This is an optimization exercise on Yosys and OpenROAD, whose aim is small area, not a production implementation. Only simulation tests tie the RTL to the original design; equivalence was not proved. No activity file was given, so power comes from the tool's default toggle rates.

==> design/flow/design.v <==
module chk_unit (
    input  wire [2:0]  alg,
    input  wire [31:0] state,
    input  wire        pending,
    input  wire [7:0]  aux_byte,
    input  wire [31:0] count,
    input  wire        do_reset,    
    input  wire        wr_ctrl,
    input  wire        wr_state,
    input  wire        wr_aux,
    input  wire        wr_count,
    input  wire        do_step,     
    input  wire        step_bit,    
    input  wire [7:0]  step_byte,   
    input  wire        step_last_bit,  
    input  wire [31:0] wdata,
    output wire        bad_alg,
    output reg  [2:0]  alg_n,
    output reg  [31:0] state_n,
    output reg         pending_n,
    output reg  [7:0]  aux_byte_n,
    output reg  [31:0] count_n,
    input  wire [2:0]  rd_sel,
    output reg  [31:0] rd_value
);
    wire is_fl   = alg[2];
    wire is_c32  = !alg[2] && alg[1];
    wire is_c16  = !alg[2] && !alg[1] && alg[0];
    wire is_c8   = !alg[2] && !alg[1] && !alg[0];
    function [15:0] add_mod65535;
        input [15:0] a;
        input [15:0] b;
        reg   [16:0] s;
        reg   [15:0] t;
        begin
            s = {1'b0, a} + {1'b0, b};
            t = s[15:0] + {15'd0, s[16]};
            add_mod65535 = (t == 16'hFFFF) ? 16'h0000 : t;
        end
    endfunction
    wire [7:0]  fl_hi = do_step ? step_byte : 8'h00;
    wire [15:0] fl_s1 = add_mod65535(state[15:0], {fl_hi, aux_byte});
    wire [15:0] fl_s2 = add_mod65535(state[31:16], fl_s1);
    wire [31:0] fl_word = {fl_s2, fl_s1};
    reg [31:0] crc_n;
    reg        fb;
    always @(*) begin
        crc_n = state;
        if (is_c32) begin
            fb = state[0] ^ step_bit;
            crc_n = {1'b0, state[31:1]} ^
                    (fb ? (alg[0] ? 32'h82F6_3B78 : 32'hEDB8_8320) : 32'd0);
        end else if (is_c16) begin
            fb = state[15] ^ step_bit;
            crc_n[15:0] = {state[14:0], 1'b0} ^ (fb ? 16'h1021 : 16'h0000);
        end else begin
            fb = state[7] ^ step_bit;
            crc_n[7:0] = {state[6:0], 1'b0} ^ (fb ? 8'h07 : 8'h00);
        end
    end
    wire       alg_ok   = (wdata[2:0] <= 3'd4);
    wire [2:0] alg_next = alg_ok ? wdata[2:0] : alg;
    assign     bad_alg  = wr_ctrl && !alg_ok;
    reg [31:0] init_value;
    always @(*) begin
        case (alg_next)
            3'd1:    init_value = 32'h0000_FFFF;
            3'd2:    init_value = 32'hFFFF_FFFF;
            3'd3:    init_value = 32'hFFFF_FFFF;
            default: init_value = 32'h0000_0000;
        endcase
    end
    wire [31:0] width_mask = is_c8 ? 32'h0000_00FF :
                             is_c16 ? 32'h0000_FFFF : 32'hFFFF_FFFF;
    always @(*) begin
        alg_n      = alg;
        state_n    = state;
        pending_n  = pending;
        aux_byte_n = aux_byte;
        count_n    = count;
        if (do_reset) begin
            alg_n      = 3'd2;
            state_n    = 32'hFFFF_FFFF;
            pending_n  = 1'b0;
            aux_byte_n = 8'h00;
            count_n    = 32'd0;
        end else if (do_step) begin
            if (is_fl) begin
                if (pending)
                    state_n = fl_word;
                else
                    aux_byte_n = step_byte;
                pending_n = !pending;
                count_n   = count + 32'd1;
            end else begin
                state_n = crc_n;
                if (step_last_bit)
                    count_n = count + 32'd1;
            end
        end else begin
            if (wr_ctrl) begin
                alg_n = alg_next;
                if (wdata[31]) begin
                    state_n    = init_value;
                    pending_n  = 1'b0;
                    aux_byte_n = 8'h00;
                    count_n    = 32'd0;
                end
            end
            if (wr_state)
                state_n = (state & ~width_mask) | (wdata & width_mask);
            if (wr_aux) begin
                pending_n  = wdata[8];
                aux_byte_n = wdata[7:0];
            end
            if (wr_count)
                count_n = wdata;
        end
    end
    always @(*) begin
        case (rd_sel)
            3'd0: rd_value = {29'd0, alg};
            3'd4: rd_value = state & width_mask;
            3'd5: rd_value = {23'd0, pending, aux_byte};
            3'd6: rd_value = is_fl ? (pending ? fl_word : state) :
                             is_c32 ? ~state : (state & width_mask);
            3'd7: rd_value = count;
            default: rd_value = 32'd0;
        endcase
    end
endmodule
module chk_block (
    input  wire        clk,
    input  wire        rst,
    input  wire        flr,
    input  wire        req_valid,
    output wire        req_ready,
    input  wire        req_write,
    input  wire        req_host,
    input  wire [7:0]  req_addr,
    input  wire [31:0] req_wdata,
    output wire        rsp_valid,
    output wire [31:0] rsp_rdata
);
    reg [8*3-1:0]  r_alg;
    reg [8*32-1:0] r_state;
    reg [7:0]      r_pend;
    reg [8*8-1:0]  r_byte;
    reg [8*32-1:0] r_count;
    reg [2:0]      ptr;             
    wire [2:0]  w_alg   = r_alg[23:21];
    wire [31:0] w_state = r_state[255:224];
    wire        w_pend  = r_pend[7];
    wire [7:0]  w_byte  = r_byte[63:56];
    wire [31:0] w_count = r_count[255:224];
    reg       sweep;
    reg       sweep_all;
    reg [2:0] sweep_cnt;
    always @(posedge clk) begin
        if (rst) begin
            sweep     <= 1'b1;
            sweep_all <= 1'b1;
            sweep_cnt <= 3'd1;
        end else if (flr) begin
            sweep     <= 1'b1;
            sweep_all <= sweep && sweep_all;
            sweep_cnt <= 3'd1;
        end else if (sweep) begin
            sweep_cnt <= sweep_cnt + 3'd1;
            if (sweep_cnt == 3'd7)
                sweep <= 1'b0;
        end
    end
    wire reset_word = rst || ((flr || sweep) && (ptr[2] || (sweep && sweep_all)));
    wire       is_status = (req_addr == 8'h00);
    wire       is_unit   = (req_addr[7:6] == 2'b01 || req_addr[7:6] == 2'b10)
                           && (req_addr[3] == 1'b0);
    wire [2:0] unit_sel  = {req_addr[7], req_addr[5:4]};
    wire [2:0] reg_sel   = req_addr[2:0];
    wire       is_feed   = (reg_sel == 3'd1 || reg_sel == 3'd2 || reg_sel == 3'd3);
    wire owned_drop = req_write && is_unit && req_host && !unit_sel[2];
    reg        busy;
    reg [2:0]  f_unit;
    reg [31:0] f_data;
    reg [1:0]  f_last;     
    reg [4:0]  f_t;        
    wire at_unit = (ptr == unit_sel);
    wire idle    = !busy && !sweep && !flr && !rst;
    assign req_ready = idle && (!is_unit || owned_drop ||
                                (req_write && is_feed) || at_unit);
    wire accept   = req_valid && req_ready;
    wire unit_wr  = accept && req_write && is_unit && !owned_drop;
    wire wr_here  = unit_wr && !is_feed;
    wire        step_here = busy && (ptr == f_unit);
    wire        w_is_fl   = w_alg[2];
    wire        w_refl    = w_alg[1];
    wire [7:0]  s_byte    = f_data[{f_t[4:3], 3'b000} +: 8];
    wire        s_bit     = s_byte[f_t[2:0] ^ {3{!w_refl}}];
    wire        s_lastbit = (f_t[2:0] == 3'd7);
    wire        f_done    = (f_t[4:3] == f_last) && (w_is_fl || s_lastbit);
    always @(posedge clk) begin
        if (rst || (flr && f_unit[2])) begin
            busy <= 1'b0;
        end else if (accept && req_write && is_unit && is_feed && !owned_drop) begin
            busy   <= 1'b1;
            f_unit <= unit_sel;
            f_data <= req_wdata;
            f_last <= (reg_sel == 3'd1) ? 2'd0 : (reg_sel == 3'd2) ? 2'd1 : 2'd3;
            f_t    <= 5'd0;
        end else if (step_here) begin
            f_t <= f_t + (w_is_fl ? 5'd8 : 5'd1);
            if (f_done)
                busy <= 1'b0;
        end
    end
    wire        bad_alg;
    wire [2:0]  n_alg;
    wire [31:0] n_state;
    wire        n_pend;
    wire [7:0]  n_byte;
    wire [31:0] n_count;
    wire [31:0] rd_unit;
    chk_unit unit (
        .alg           (w_alg),
        .state         (w_state),
        .pending       (w_pend),
        .aux_byte      (w_byte),
        .count         (w_count),
        .do_reset      (reset_word),
        .wr_ctrl       (wr_here && reg_sel == 3'd0),
        .wr_state      (wr_here && reg_sel == 3'd4),
        .wr_aux        (wr_here && reg_sel == 3'd5),
        .wr_count      (wr_here && reg_sel == 3'd7),
        .do_step       (step_here),
        .step_bit      (s_bit),
        .step_byte     (s_byte),
        .step_last_bit (s_lastbit),
        .wdata         (req_wdata),
        .bad_alg       (bad_alg),
        .alg_n         (n_alg),
        .state_n       (n_state),
        .pending_n     (n_pend),
        .aux_byte_n    (n_byte),
        .count_n       (n_count),
        .rd_sel        (reg_sel),
        .rd_value      (rd_unit)
    );
    always @(posedge clk) begin
        r_alg   <= {r_alg[20:0],    n_alg};
        r_state <= {r_state[223:0], n_state};
        r_pend  <= {r_pend[6:0],    n_pend};
        r_byte  <= {r_byte[55:0],   n_byte};
        r_count <= {r_count[223:0], n_count};
        if (rst)
            ptr <= 3'd0;
        else
            ptr <= ptr + 3'd1;
    end
    reg bad_alg_flag;
    reg unit_owned_flag;
    wire status_clr = accept && req_write && is_status;
    always @(posedge clk) begin
        if (rst) begin
            bad_alg_flag    <= 1'b0;
            unit_owned_flag <= 1'b0;
        end else begin
            if (bad_alg)
                bad_alg_flag <= 1'b1;
            else if (status_clr && req_wdata[1])
                bad_alg_flag <= 1'b0;
            if (accept && owned_drop)
                unit_owned_flag <= 1'b1;
            else if (status_clr && req_wdata[0])
                unit_owned_flag <= 1'b0;
        end
    end
    assign rsp_valid = accept && !req_write;
    assign rsp_rdata = is_status ? {30'd0, bad_alg_flag, unit_owned_flag} :
                       is_unit   ? rd_unit : 32'd0;
endmodule
==> design/flow/run.sh <==
#!/bin/bash
# synth_recipe.tcl (not shown) runs the flow's synth.tcl, then flattens the netlist and writes it again
# the make line also repeats each setting of config.mk as NAME=value (left out here)
make -C /OpenROAD-flow-scripts/flow DESIGN_CONFIG=/design/flow/config.mk WORK_HOME=/design/flow/orfs CLKGATE_MAP_FILE= SYNTH_SCRIPT=/design/flow/synth_recipe.tcl finish
==> design/flow/config.mk <==
export PLATFORM = sky130hd
export DESIGN_NAME = chk_block
export DESIGN_NICKNAME = chk_block
export VERILOG_FILES = /design/flow/design.v
export SDC_FILE = /design/flow/constraint.sdc
export NUM_CORES = 8
export LEC_CHECK = 0
export CAP_MARGIN = 20
export CORE_MARGIN = 2
export CORE_UTILIZATION = 30
export PLACE_DENSITY = 0.5
export SLEW_MARGIN = 20
==> design/flow/constraint.sdc <==
create_clock -name core_clock -period 13.0 [get_ports {clk}]
set_input_delay 2.6000 -clock core_clock [delete_from_list [all_inputs] [get_ports {clk}]]
set_output_delay 2.6000 -clock core_clock [all_outputs]
set_load 0.01 [all_outputs]
==> reports/metrics.csv <==
metric,value,unit
reg2regPathDepth,58,
ff2ff_setup_slack,2.60,ns
yosys.area_share.xor_xnor,3.98,%
p_leak,0.0111,uW
rsz0062_at_grt,yes,
area_delta_synth_final,26.1,%
root_buffer,clkbuf_16,
drt_pass1_iterations,6,
critPathLaunchType,flop,
holdPathStages,0,
grt-ovfl-total,0,
vias_per_cell,5.02,
drc,0,
hold_viol_final,0,
holdPathEnd,r_state[53],
critPathRequiredTime,10.40,ns
multi_input_area,8780,sq um
first_iter_violations,1335,
yosysUniqueCellTypes,93,
ys_seq_area_share,60.9,%
layout.nets,2351,
routabilityCongestion,0.884,
tightest_slew,1.14,ns
min_period,13.10,ns
die-height,277,um
cts_buffer_depth,3,
final_cell_mix,"dfxtp_1 (617), buf_4 (190), nor2_1 (158), nand2_1 (133), a21oi_1 (97)",
relSlewSlack,23.8,%
end_kind,output port,
grt_pass1_wl,98600,um
ctsHtreeMaxLevel,2,
synth-edff-count,42,
synth_top_area_share,55.3,%
synth_seq_cells,661,
yosys.area_share.simple,11.8,%
num_vias,16500,
critPathKind,reg -> out,
regArea,13700,sq um
synth.avg_cell_area,11.0,sq um
synth_area_leaders,"dfxtp_1 (55%), edfxtp_1 (5.6%), nor2_1 (2.8%)",
grt_start_max_net_pins,65,
core-area,74200,sq um
rows,100,
postCtsHoldBufs,0,
grt_pass1_vias,15900,
clk-insertion-delay-late,0.65,ns
hp-start,r_state[21],
p_per_area,141,nW/um^2
r2r_end,r_state[28],
port_buffers,79,
status,"complete, but fails checks",
antennaDiodeCount,0,
r2r-start,f_t[3],
postRouteAntennaNets,0,
clock_sinks,661,
io_pins,80,
synth_cells,2035,
track_usage,16.7,%
max_stage_delay,0.50,ns
synth_fa_ha_area_share,2.67,%
wl_per_cell,20.0,um
failed_checks,setup timing,
synth_top_family_by_area,compound AO/OA/AOI/OAI gates,
finalSetupTns,-0.635,ns
yosys-mux-area-fraction,3.06,%
fin_area,28300,sq um
wirelength,65600,um
dieWidth,277,um
finalSetupViolCount,12,
fin_skew,0.0439,ns
cap_viol_max_count,0,
final_common_cell,dfxtp_1,
post-route-period-util,101,%
yosys_warnings,2,
antenna_found_initial,0,
cts_buffers,60,
n_fill_cell,7103,
worst_slack,-0.102,ns
start_util,30.2,%
fmax,76.3,MHz
dieArea,77000,sq um
syn-cell-area,22400,sq um
hp-class,reg -> reg,
path_max_fanout,8,
synth_fp_nets,2126,
synth-compound-area-share,15.1,%
hpwlAfterDp,47000,um
cp_common_cell,buf_4,
dpl-instance-area,25200,sq um
clk_pin_slew,0.07,ns
synth_flop_cell,dfxtp_1,
slowest_stage,mux4_2,
synth_largest_area_cell,dfxtp_1,
peakVddDrop,0.120,mV
cp.arrival,10.50,ns
drive_above_1_share,20.7,%
async_reset_ff_share,0,%
slew_violations,0,
cts_tree,built,
Yosys cell counts (14+ instances only):
cell type	instances
mux2i_1	28
buf_1	16
clkbuf_1	92
o211ai_1	32
edfxtp_1	42
and3_1	34
a31oi_1	15
ha_1	43
and2_1	23
nand2b_1	15
dfxtp_1	619
a21oi_1	111
inv_1	30
nor3_1	25
nand2_1	136
a222oi_1	16
a211oi_1	33
xor2_1	39
nor2b_1	32
nor2_1	167
o221ai_1	17
mux4_2	14
o21ai_0	102
xnor2_1	61
a22oi_1	34
nand3_1	41
a221oi_1	21
a21o_1	14
critical path, delay by kind of cell, from the launching register on:
family	cells	cell delay, ns
muxes	1	0.50
DFF	1	0.39
buffers and inverters	10	1.40
xor gates and xnor gates	1	0.14
AOI/OAI and AO/OA	21	3.88
and+or+nand+nor	19	2.24
adders and majority gates	5	1.29
flip-flops by register name, summed over array words and instances (netlist names):
register,flops
bad_alg_flag,1
busy,1
f_data,32
f_last,2
f_t,5
f_unit,3
ptr,3
r_alg,24
r_byte,64
r_count,256
r_pend,8
r_state,256
sweep,1
sweep_all,1
sweep_cnt,3
unit_owned_flag,1
power by group:
group	leakage, uW	total [uW]	internal [uW]	switching, uW
sequential	0.00537	2050	2050	0.917
clock	0.00108	1870	1100	772
combinational	0.00462	72.1	28.6	43.5
repair_timing:
item                                    4_1_cts  5_1_grt
buffers inserted                             44        6
gates resized for setup                     144       47
pin swaps                                    48       28
cloned                                        1        0
endpoints found under the setup margin       16       16
worst max path at each step:
stage | start | to | slack [ns] | cells past startpoint
after floorplan | f_t[3] | rsp_rdata[24] | 0.008 | 54
after global placement | f_t[3] | rsp_rdata[22] | -0.25 | 53
after detailed placement | f_t[3] | rsp_rdata[25] | -0.52 | 51
after CTS | f_t[3] | rsp_rdata[28] | -0.11 | 56
after global routing | f_t[3] | rsp_rdata[22] | -0.48 | 59
final | f_t[3] | rsp_rdata[22] | -0.10 | 57
cell families (layout without fill, tap and decap cells):
| group | count (synthesis) | count (layout) |
|---|---|---|
| xor gates and xnor gates | 101 | 101 |
| AOI/OAI and AO/OA | 491 | 491 |
| muxes | 50 | 50 |
| and+or+nand+nor | 538 | 538 |
| buffers and inverters | 147 | 423 |
| DFF | 661 | 661 |
| adders and majority gates | 47 | 47 |
metal layers:
metal	wire, um	GRT usage, %	up-vias
li1	-	-	7736
met2	30200	27.3	622
met1	28800	21.8	7965
met3	4180	2.89	134
met4	2480	6.80	0
met5	0	0	-
metrics by stage:
step	std cells	hold slack (ns)	worst slack, ns	power [uW]	util (%)
2_1_floorplan	2035	0.310	0.00812	2120	-
6_report	3280	0.303	-0.102	3990	38.1
4_1_cts	3276	0.290	-0.109	4040	37.7
5_1_grt	3280	0.306	-0.476	4120	38.1
3_3_place_gp	3118	0.310	-0.253	2160	33.9
3_5_place_dp	3118	0.312	-0.522	2160	33.9
cell type report:
type	instances	area share (%)
Clock buffer	81	6.34
Clock inverter	32	1.49
Multi-Input combinational cell	1227	31.1
Tap cell	969	4.29
Timing Repair Buffer	280	8.11
Sequential cell	661	48.3
Inverter	30	0.407

==> static timing again, ports no longer ideal <==
The results above use ideal ports. As a check the final layout listed here was re-extracted and re-timed, cells and wires unchanged.
Step 1 sets driving cells, clkbuf_16 on the clock port and buf_2 on the other inputs (assumed; they add their load-dependent delay and slew).
Step 2 times the ports against the registers' clock, not the clock port: input delays grow and output delays shrink by t, the midpoint of the rising clock arrivals with the driver on.
a / b / c = ideal / step 1 / step 2; a / b = the first two.
shift t [ns]: 0.684
slack for setup (ns): -0.102 / -0.165 / 0.520
clock arrival spread, ns: 0.047 / 0.047
worst slew at a driven data input, ns: 0.04
The setup slack of this run moves by -0.063 ns with the drivers and by +0.622 ns with both steps.
